Source: an optimization exercise on an open RTL-to-GDS flow (aim: small area and a short achievable clock period). Production flows keep margins and buffers that such runs may drop.
Function was checked by simulation only, so behaviour that the tests miss may differ from the original.

==> inputs of job 170 <==
==> flow/design.v (excerpt) <==
module fadd16 (
    input  wire         clk,
    input  wire         rst,
    input  wire         in_valid,
    input  wire [511:0] in_terms,     
    output reg          out_valid,
    output reg  [31:0]  out_sum
);
==> flow/config.mk <==
export PLATFORM = sky130hd
export DESIGN_NAME = fadd16
export DESIGN_NICKNAME = fadd16
export VERILOG_FILES = /design/flow/design.v
export SDC_FILE = /design/flow/constraint.sdc
export NUM_CORES = 4
export LEC_CHECK = 0
export ABC_AREA = 1
export CAP_MARGIN = 20
export CORE_MARGIN = 2
export CORE_UTILIZATION = 40
export SLEW_MARGIN = 20
==> flow/constraint.sdc <==
create_clock -name core_clock -period 70.0 [get_ports {clk}]
set_input_delay 14.0000 -clock core_clock [delete_from_list [all_inputs] [get_ports {clk}]]
set_output_delay 14.0000 -clock core_clock [all_outputs]
set_load 0.01 [all_outputs]
standard.sh (not shown) runs the stock make flow with config.mk's settings and CLKGATE_MAP_FILE= SYNTH_SCRIPT=/design/flow/synth_recipe.tcl, a recipe that flattens the netlist after the stock synthesis.
==> flow/flow/run.sh <==
#!/bin/bash
# Own layout flow: the standard ORFS flow, with
#  - the synthesis script flow/my_synth.tcl (synth_recipe.tcl, optionally with
#    another ABC script, flow/abc.script if present), and without the
#    generic ABC pass inside Yosys's synth (SYNTH_ARGS=-noabc),
#  - sky130_fd_sc_hd__buf_1 as the port buffers,
#  - repair_timing aiming at a setup margin (the SDC is unchanged),
#  - a clock tree of clkbuf_8/16 with no dummy loads.
# Each tool's output goes to the ORFS logs under orfs/logs; make's own output
# to make.log here.
set -euo pipefail
W=$PWD
if [[ -f $W/flow/abc.script ]]; then export MY_ABC_SCRIPT=$W/flow/abc.script; fi
MARGIN=$(cat $W/flow/margin 2>/dev/null || echo 0)
make -C "$FLOW_HOME" DESIGN_CONFIG=$W/config.mk WORK_HOME=$W/orfs CLKGATE_MAP_FILE= \
    SYNTH_SCRIPT=$W/flow/my_synth.tcl SYNTH_ARGS=-noabc \
    BUFFER_PORTS_ARGS="-buffer_cell sky130_fd_sc_hd__buf_1" \
    SETUP_SLACK_MARGIN=$MARGIN \
    CTS_ARGS="-sink_clustering_enable -repair_clock_nets -dont_use_dummy_load -buf_list {sky130_fd_sc_hd__clkbuf_8 sky130_fd_sc_hd__clkbuf_16} -sink_clustering_size 12 -sink_clustering_max_diameter 60" \
    finish > $W/make.log 2>&1
R=$W/orfs/results/$FLOW_PLATFORM/fadd16/base
: # left out here: write the final layout as DEF
==> flow/flow/abc.script <==
strash
dch
amap
==> flow/flow/margin <==
55
==> flow/flow/my_synth.tcl <==
proc synth {args} { yosys synth -nofsm -noshare {*}$args }
proc abc {args} {
  set i [lsearch -exact $args -script]
  if { $i >= 0 && [info exists ::env(MY_ABC_SCRIPT)] } {
    set args [lreplace $args [expr {$i + 1}] [expr {$i + 1}] $::env(MY_ABC_SCRIPT)]
  }
  puts "my abc: $args"
  yosys abc {*}$args
}
source $::env(SCRIPTS_DIR)/synth.tcl
# left out here: clear keep_hierarchy, flatten, clean up, hide names made inside functions, write 1_2_yosys.v
==> job 2908 (differences from job 170) <==
--- a/flow/flow/run.sh
+++ b/flow/flow/run.sh
@@ -18,3 +18,3 @@
     SETUP_SLACK_MARGIN=$MARGIN \
-    CTS_ARGS="-sink_clustering_enable -repair_clock_nets -dont_use_dummy_load -buf_list {sky130_fd_sc_hd__clkbuf_8 sky130_fd_sc_hd__clkbuf_16} -sink_clustering_size 12 -sink_clustering_max_diameter 60" \
+    CTS_ARGS="-sink_clustering_enable -repair_clock_nets -dont_use_dummy_load -buf_list {sky130_fd_sc_hd__clkbuf_8 sky130_fd_sc_hd__clkbuf_16} -sink_clustering_size 24 -sink_clustering_max_diameter 80" \
     finish > $W/make.log 2>&1
==> notes.md <==
- Of job 170 and job 2908, job 2908 has the higher fmax (gap about 0.24%, measured against job 2908).
- Final cell count: job 170 is higher than job 2908 (0.42%).
- Of job 170 and job 2908, job 170 has the higher global-route usage (gap 0.24 points).
- In job 170 the first-iteration DRC count is lower than in job 2908, by 1.1%.
- Against job 170, the clock skew of job 2908 is higher by 0.0059 ns.
- In job 2908 the final area is smaller than in job 170, by about 1.4%.
- In synthesized cell count, job 2908 and job 170 do not differ.
- In job 2908 the routed wire length is lower than in job 170, by 0.48%.

---

==> inputs of 01-10 <==
fadd16, a different RTL version from the one above (not shown whole).
Settings: LEC_CHECK=0, ABC_AREA=1, CAP_MARGIN=20, CORE_MARGIN=2, CORE_UTILIZATION=40, CTS_BUF_LIST=sky130_fd_sc_hd__clkbuf_4, SLEW_MARGIN=20; clock period 70.0 ns.
run.sh (not shown) runs the stock make flow with config.mk's settings and CLKGATE_MAP_FILE= SYNTH_SCRIPT=/design/flow/synth_recipe.tcl, a recipe that flattens the netlist after the stock synthesis.
Stock flow here: none of the scripts above is used.
==> inputs of 07-24, as changes to 01-10 <==
==> flow/flow/run.sh (new file) <==
#!/bin/bash
# Own layout flow: the standard ORFS flow, with
#  - the synthesis script flow/my_synth.tcl (synth_recipe.tcl, optionally with
#    another ABC script, flow/abc.script if present),
#  - sky130_fd_sc_hd__buf_1 as the port buffers,
#  - repair_timing aiming at a setup margin (the SDC is unchanged).
# Each tool's output goes to the ORFS logs under orfs/logs; make's own output
# to make.log here.
set -euo pipefail
W=$PWD
if [[ -f $W/flow/abc.script ]]; then export MY_ABC_SCRIPT=$W/flow/abc.script; fi
MARGIN=$(cat $W/flow/margin 2>/dev/null || echo 0)
make -C "$FLOW_HOME" DESIGN_CONFIG=$W/config.mk WORK_HOME=$W/orfs CLKGATE_MAP_FILE= \
    SYNTH_SCRIPT=$W/flow/my_synth.tcl \
    BUFFER_PORTS_ARGS="-buffer_cell sky130_fd_sc_hd__buf_1" \
    SETUP_SLACK_MARGIN=$MARGIN \
    finish > $W/make.log 2>&1
R=$W/orfs/results/$FLOW_PLATFORM/fadd16/base
: # left out here: write the final layout as DEF
==> flow/flow/margin (new file) <==
54
==> flow/flow/my_synth.tcl (new file) <==
proc synth {args} { yosys synth -nofsm -noshare {*}$args }
proc abc {args} {
  set i [lsearch -exact $args -script]
  if { $i >= 0 && [info exists ::env(MY_ABC_SCRIPT)] } {
    set args [lreplace $args [expr {$i + 1}] [expr {$i + 1}] $::env(MY_ABC_SCRIPT)]
  }
  puts "my abc: $args"
  yosys abc {*}$args
}
source $::env(SCRIPTS_DIR)/synth.tcl
# left out here: clear keep_hierarchy, flatten, clean up, hide names made inside functions, write 1_2_yosys.v
==> flow/standard.sh (new file) <==
#!/bin/bash
# synth_recipe.tcl (not shown) runs the flow's synth.tcl, then flattens the netlist and writes it again
# the make line also repeats each setting of config.mk as NAME=value (left out here)
make -C /OpenROAD-flow-scripts/flow DESIGN_CONFIG=/design/flow/config.mk WORK_HOME=/design/flow/orfs CLKGATE_MAP_FILE= SYNTH_SCRIPT=/design/flow/synth_recipe.tcl "${@:-finish}"
removed: flow/run.sh
==> summary.txt <==
Run status
  • Run status: finished clean

Critical path
  • CP Data Arrival Time: 22140 ps
  • Highest cell delay on the worst timing path: around 1000 ps
  • Worst r2r src: r_terms[414]$_DFF_P_

Drt
  • Met2 routed WL: 119900 um

STA
  • Final Cycle Share: a little under a third
  • Worst setup margin: around 50000 ps

Final layout
  • Share of cells above drive strength 1: between 5 and 6%

Clock network
  • Clock Latency Late Sink: 1220 ps

Global routing
  • GR Layer Usage met1: between 40% and 50%
[end of results for 01-10]
==> summary.txt <==
STA
  • Final Cycle Share: 22.42%
  • Worst setup margin: 54310 ps

Synth
  • Commonest cells post-synth: nand2_1 (1973), inv_1 (1263), o21ai_0 (1031)
  • Top-count cell post-synth: nand2_1

Global routing
  • GR Layer Usage met1: between 40% and 50%

Run status
  • Run status: finished clean

Critical path
  • Worst r2r src: r_terms[30]$_DFF_P_
  • Highest cell delay on the worst timing path: between 800 and 900 ps
  • CP Data Arrival Time: around 17000 ps

Clock network
  • Clock Latency Late Sink: between 1000 and 1500 ps
[end of results for 07-24]

---

==> job 4731: inputs <==
Another version of the RTL of fadd16 (not shown whole).
// fadd16
module fadd16 (
    input  wire         clk,
    input  wire         rst,
    input  wire         in_valid,
    input  wire [511:0] in_terms,     
    output reg          out_valid,
    output reg  [31:0]  out_sum
);
==> module fadd16, before the edit <==
module fadd16 (
    input  wire         clk,
    input  wire         rst,
    input  wire         in_valid,
    input  wire [511:0] in_terms,     
    output reg          out_valid,
    output reg  [31:0]  out_sum
);
    localparam [31:0] QNAN = 32'h7FC0_0000;
    reg         r_valid;
    reg [511:0] r_terms;
    always @(posedge clk) begin
        if (rst) r_valid <= 1'b0;
        else     r_valid <= in_valid;
        r_terms <= in_terms;
    end
    reg  [31:0] t;
    reg  [7:0]  ee   [0:15];           
    reg  [23:0] mant [0:15];
    reg  [7:0]  maxee;
    reg         any_nan, pos_inf, neg_inf, any_nz;
    reg  [7:0]  sh;
    reg  [26:0] trunc;
    reg signed [32:0] acc;
    reg         s_neg;
    reg  [31:0] mag;
    reg  [4:0]  lead;
    reg signed [9:0] rsh;
    reg  [31:0] m;
    reg         guard, sticky;
    reg  [8:0]  ebase;
    reg  [31:0] code;
    reg  [31:0] sum;
    integer i;
    always @* begin
        any_nan = 1'b0;
        pos_inf = 1'b0;
        neg_inf = 1'b0;
        any_nz  = 1'b0;
        maxee   = 8'd1;
        for (i = 0; i < 16; i = i + 1) begin
            t = r_terms[32*i +: 32];
            ee[i]   = (t[30:23] == 8'd0) ? 8'd1 : t[30:23];
            mant[i] = (t[30:23] == 8'd0) ? {1'b0, t[22:0]} : {1'b1, t[22:0]};
            if (t[30:23] == 8'hFF) begin
                if (t[22:0] != 23'd0) any_nan = 1'b1;
                else if (t[31])       neg_inf = 1'b1;
                else                  pos_inf = 1'b1;
            end else if (t[30:0] != 31'd0) begin
                any_nz = 1'b1;
                if (ee[i] > maxee) maxee = ee[i];
            end
        end
        acc = 33'sd0;
        for (i = 0; i < 16; i = i + 1) begin
            t = r_terms[32*i +: 32];
            if (t[30:23] != 8'hFF) begin
                sh = maxee - ee[i];
                trunc = (sh > 8'd26) ? 27'd0 : ({mant[i], 3'b000} >> sh);
                if (t[31]) acc = acc - $signed({6'd0, trunc});
                else       acc = acc + $signed({6'd0, trunc});
            end
        end
        s_neg = acc[32];
        mag   = s_neg ? (~acc[31:0] + 32'd1) : acc[31:0];
        lead = 5'd0;
        for (i = 0; i < 32; i = i + 1)
            if (mag[i]) lead = i[4:0];
        if ({2'b00, lead} + {2'b00, maxee} >= 10'd27) begin
            rsh   = $signed({5'd0, lead}) - 10'sd23;           
            ebase = {4'd0, lead} + {1'b0, maxee} - 9'd27;
        end else begin
            rsh   = 10'sd4 - $signed({2'd0, maxee});           
            ebase = 9'd0;
        end
        if (rsh <= 0) begin
            m      = mag << (-rsh);
            guard  = 1'b0;
            sticky = 1'b0;
        end else begin
            m      = mag >> rsh;
            guard  = mag[rsh - 1];
            sticky = |(mag & ((32'd1 << (rsh - 1)) - 32'd1));
        end
        if (guard && (sticky || m[0])) m = m + 32'd1;
        code = {ebase, 23'd0} + m;
        if (code >= 32'h7F80_0000) code = 32'h7F80_0000;        
        if (any_nan || (pos_inf && neg_inf)) sum = QNAN;
        else if (pos_inf)                    sum = 32'h7F80_0000;
        else if (neg_inf)                    sum = 32'hFF80_0000;
        else if (!any_nz || mag == 32'd0)    sum = 32'h0000_0000;
        else                                 sum = {s_neg, code[30:0]};
    end
    always @(posedge clk) begin
        if (rst) out_valid <= 1'b0;
        else     out_valid <= r_valid;
        out_sum <= sum;
    end
endmodule
make LEC_CHECK=0 CAP_MARGIN=20 CORE_MARGIN=2 CORE_UTILIZATION=40 SLEW_MARGIN=20 finish   # period 70.0 ns
Stock flow here: none of the scripts above is used.
==> job 1571 (differences from job 4731) <==
==> flow/design.v (replaced) <==
module fadd16 (
    input  wire         clk,
    input  wire         rst,
    input  wire         in_valid,
    input  wire [511:0] in_terms,     
    output reg          out_valid,
    output reg  [31:0]  out_sum
);
    reg         r_valid;
    reg [511:0] r_terms;
    always @(posedge clk) begin
        if (rst) r_valid <= 1'b0;
        else     r_valid <= in_valid;
        r_terms <= in_terms;
    end
    wire [7:0]  ee   [0:15];      
    wire [23:0] mant [0:15];
    wire [15:0] sgn, is_nan, is_pinf, is_ninf;
    genvar g;
    generate
        for (g = 0; g < 16; g = g + 1) begin : fld
            wire [31:0] t    = r_terms[32*g +: 32];
            wire        ez   = (t[30:23] == 8'd0);
            wire        eff  = &t[30:23];
            wire        fnz  = |t[22:0];
            assign ee[g]      = {t[30:24], t[23] | ez};
            assign mant[g]    = {~ez, t[22:0]};
            assign sgn[g]     = t[31];
            assign is_nan[g]  = eff & fnz;
            assign is_pinf[g] = eff & ~fnz & ~t[31];
            assign is_ninf[g] = eff & ~fnz &  t[31];
        end
    endgenerate
    wire [7:0] mx1 [0:7];
    wire [7:0] mx2 [0:3];
    wire [7:0] mx3 [0:1];
    wire [7:0] maxee;
    generate
        for (g = 0; g < 8; g = g + 1) begin : m1
            assign mx1[g] = (ee[2*g] > ee[2*g+1]) ? ee[2*g] : ee[2*g+1];
        end
        for (g = 0; g < 4; g = g + 1) begin : m2
            assign mx2[g] = (mx1[2*g] > mx1[2*g+1]) ? mx1[2*g] : mx1[2*g+1];
        end
        for (g = 0; g < 2; g = g + 1) begin : m3
            assign mx3[g] = (mx2[2*g] > mx2[2*g+1]) ? mx2[2*g] : mx2[2*g+1];
        end
    endgenerate
    assign maxee = (mx3[0] > mx3[1]) ? mx3[0] : mx3[1];
    wire [27:0] x [0:15];
    generate
        for (g = 0; g < 16; g = g + 1) begin : al
            wire [7:0]  sh  = maxee - ee[g];
            wire [26:0] tr  = (|sh[7:5]) ? 27'd0 : ({mant[g], 3'b000} >> sh[4:0]);
            assign x[g] = {~sgn[g], tr ^ {27{sgn[g]}}};
        end
    endgenerate
    wire [31:0] acc = 32'h8000_0000
        + x[0]  + x[1]  + x[2]  + x[3]  + x[4]  + x[5]  + x[6]  + x[7]
        + x[8]  + x[9]  + x[10] + x[11] + x[12] + x[13] + x[14] + x[15]
        + sgn[0]  + sgn[1]  + sgn[2]  + sgn[3]  + sgn[4]  + sgn[5]  + sgn[6]  + sgn[7]
        + sgn[8]  + sgn[9]  + sgn[10] + sgn[11] + sgn[12] + sgn[13] + sgn[14] + sgn[15];
    wire any_nan = |is_nan;
    wire pinf    = |is_pinf;
    wire ninf    = |is_ninf;
    reg        p_valid;
    reg [31:0] p_acc;
    reg [7:0]  p_maxee;
    reg        p_nan, p_pinf, p_ninf;
    always @(posedge clk) begin
        if (rst) p_valid <= 1'b0;
        else     p_valid <= r_valid;
        p_acc   <= acc;
        p_maxee <= maxee;
        p_nan   <= any_nan | (pinf & ninf);
        p_pinf  <= pinf;
        p_ninf  <= ninf;
    end
    wire        s_neg = p_acc[31];
    wire [30:0] mag   = s_neg ? (~p_acc[30:0] + 31'd1) : p_acc[30:0];
    reg  [4:0] lz;
    integer i;
    always @* begin
        lz = 5'd31;
        for (i = 0; i < 31; i = i + 1)
            if (mag[i]) lz = 5'd30 - i[4:0];
    end
    wire [8:0] lim = {1'b0, p_maxee} + 9'd3;
    wire [4:0] s   = ({4'd0, lz} > lim) ? lim[4:0] : lz;
    wire [30:0] n  = mag << s;
    wire        guard  = n[6];
    wire        sticky = |n[5:0];
    wire        rnd    = guard & (sticky | n[7]);
    wire [8:0]  eo     = n[30] ? ({1'b0, p_maxee} + 9'd4 - {4'd0, s}) : 9'd0;
    wire [31:0] code   = {eo, n[29:7]} + {31'd0, rnd};
    wire        ovf    = (code[31:23] >= 9'd255);
    reg [31:0] sum;
    always @* begin
        if (p_nan)       sum = 32'h7FC0_0000;
        else if (p_pinf) sum = 32'h7F80_0000;
        else if (p_ninf) sum = 32'hFF80_0000;
        else if (ovf)                  sum = {s_neg, 31'h7F80_0000};
        else                           sum = {s_neg, code[30:0]};
    end
    always @(posedge clk) begin
        if (rst) out_valid <= 1'b0;
        else     out_valid <= p_valid;
        out_sum <= sum;
    end
endmodule
- ABC_AREA: not set -> 1
==> notes <==
- Of job 4731 and job 1571, job 1571 has the higher core utilization (gap 0.79 points).
- Against job 4731, the sequential share of layout area of job 1571 is higher by 6.1 points.
- Hold slack: job 4731 is higher than job 1571 (0.043 ns).
- Register-to-register slack: job 4731 is lower than job 1571 (46 ns).
- Synthesized cell count: job 4731 is larger than job 1571 (about 44%).

==> port drivers added, routing unchanged <==
The flow's constraints put no driver on any port. The routed layouts listed below were extracted and timed again, unchanged, in two steps.
Step 1, drivers: a clkbuf_16 drives clk and a buf_2 each remaining input, both assumed.
Step 2 times the ports against the registers' clock, not the clock port: input delays grow and output delays shrink by t, the midpoint of the rising clock arrivals with the driver on.
Slacks: no drivers / after step 1 / after step 2; pairs: no drivers / after step 1.
run	t (ns)	setup WS [ns]	worst setup path after step 2	worst register clock-pin slew, ns	cell pins on the clock port's net
job 170	0.744	54.877 / 54.793 / 55.288	register to register	0.06 / 0.06	1
job 2908	0.713	54.913 / 54.830 / 55.344	register to register	0.10 / 0.10	1
01-10	1.260	48.916 / 48.916 / 48.916	register to register	0.08 / 0.08	1
07-24	1.306	54.306 / 54.253 / 54.306	register to register	0.09 / 0.09	1
job 4731	0.830	3.904 / 3.904 / 3.904	register to register	0.08 / 0.08	1
job 1571	0.783	49.849 / 49.849 / 49.849	register to register	0.07 / 0.07	1
After both steps every run listed still meets setup and hold.
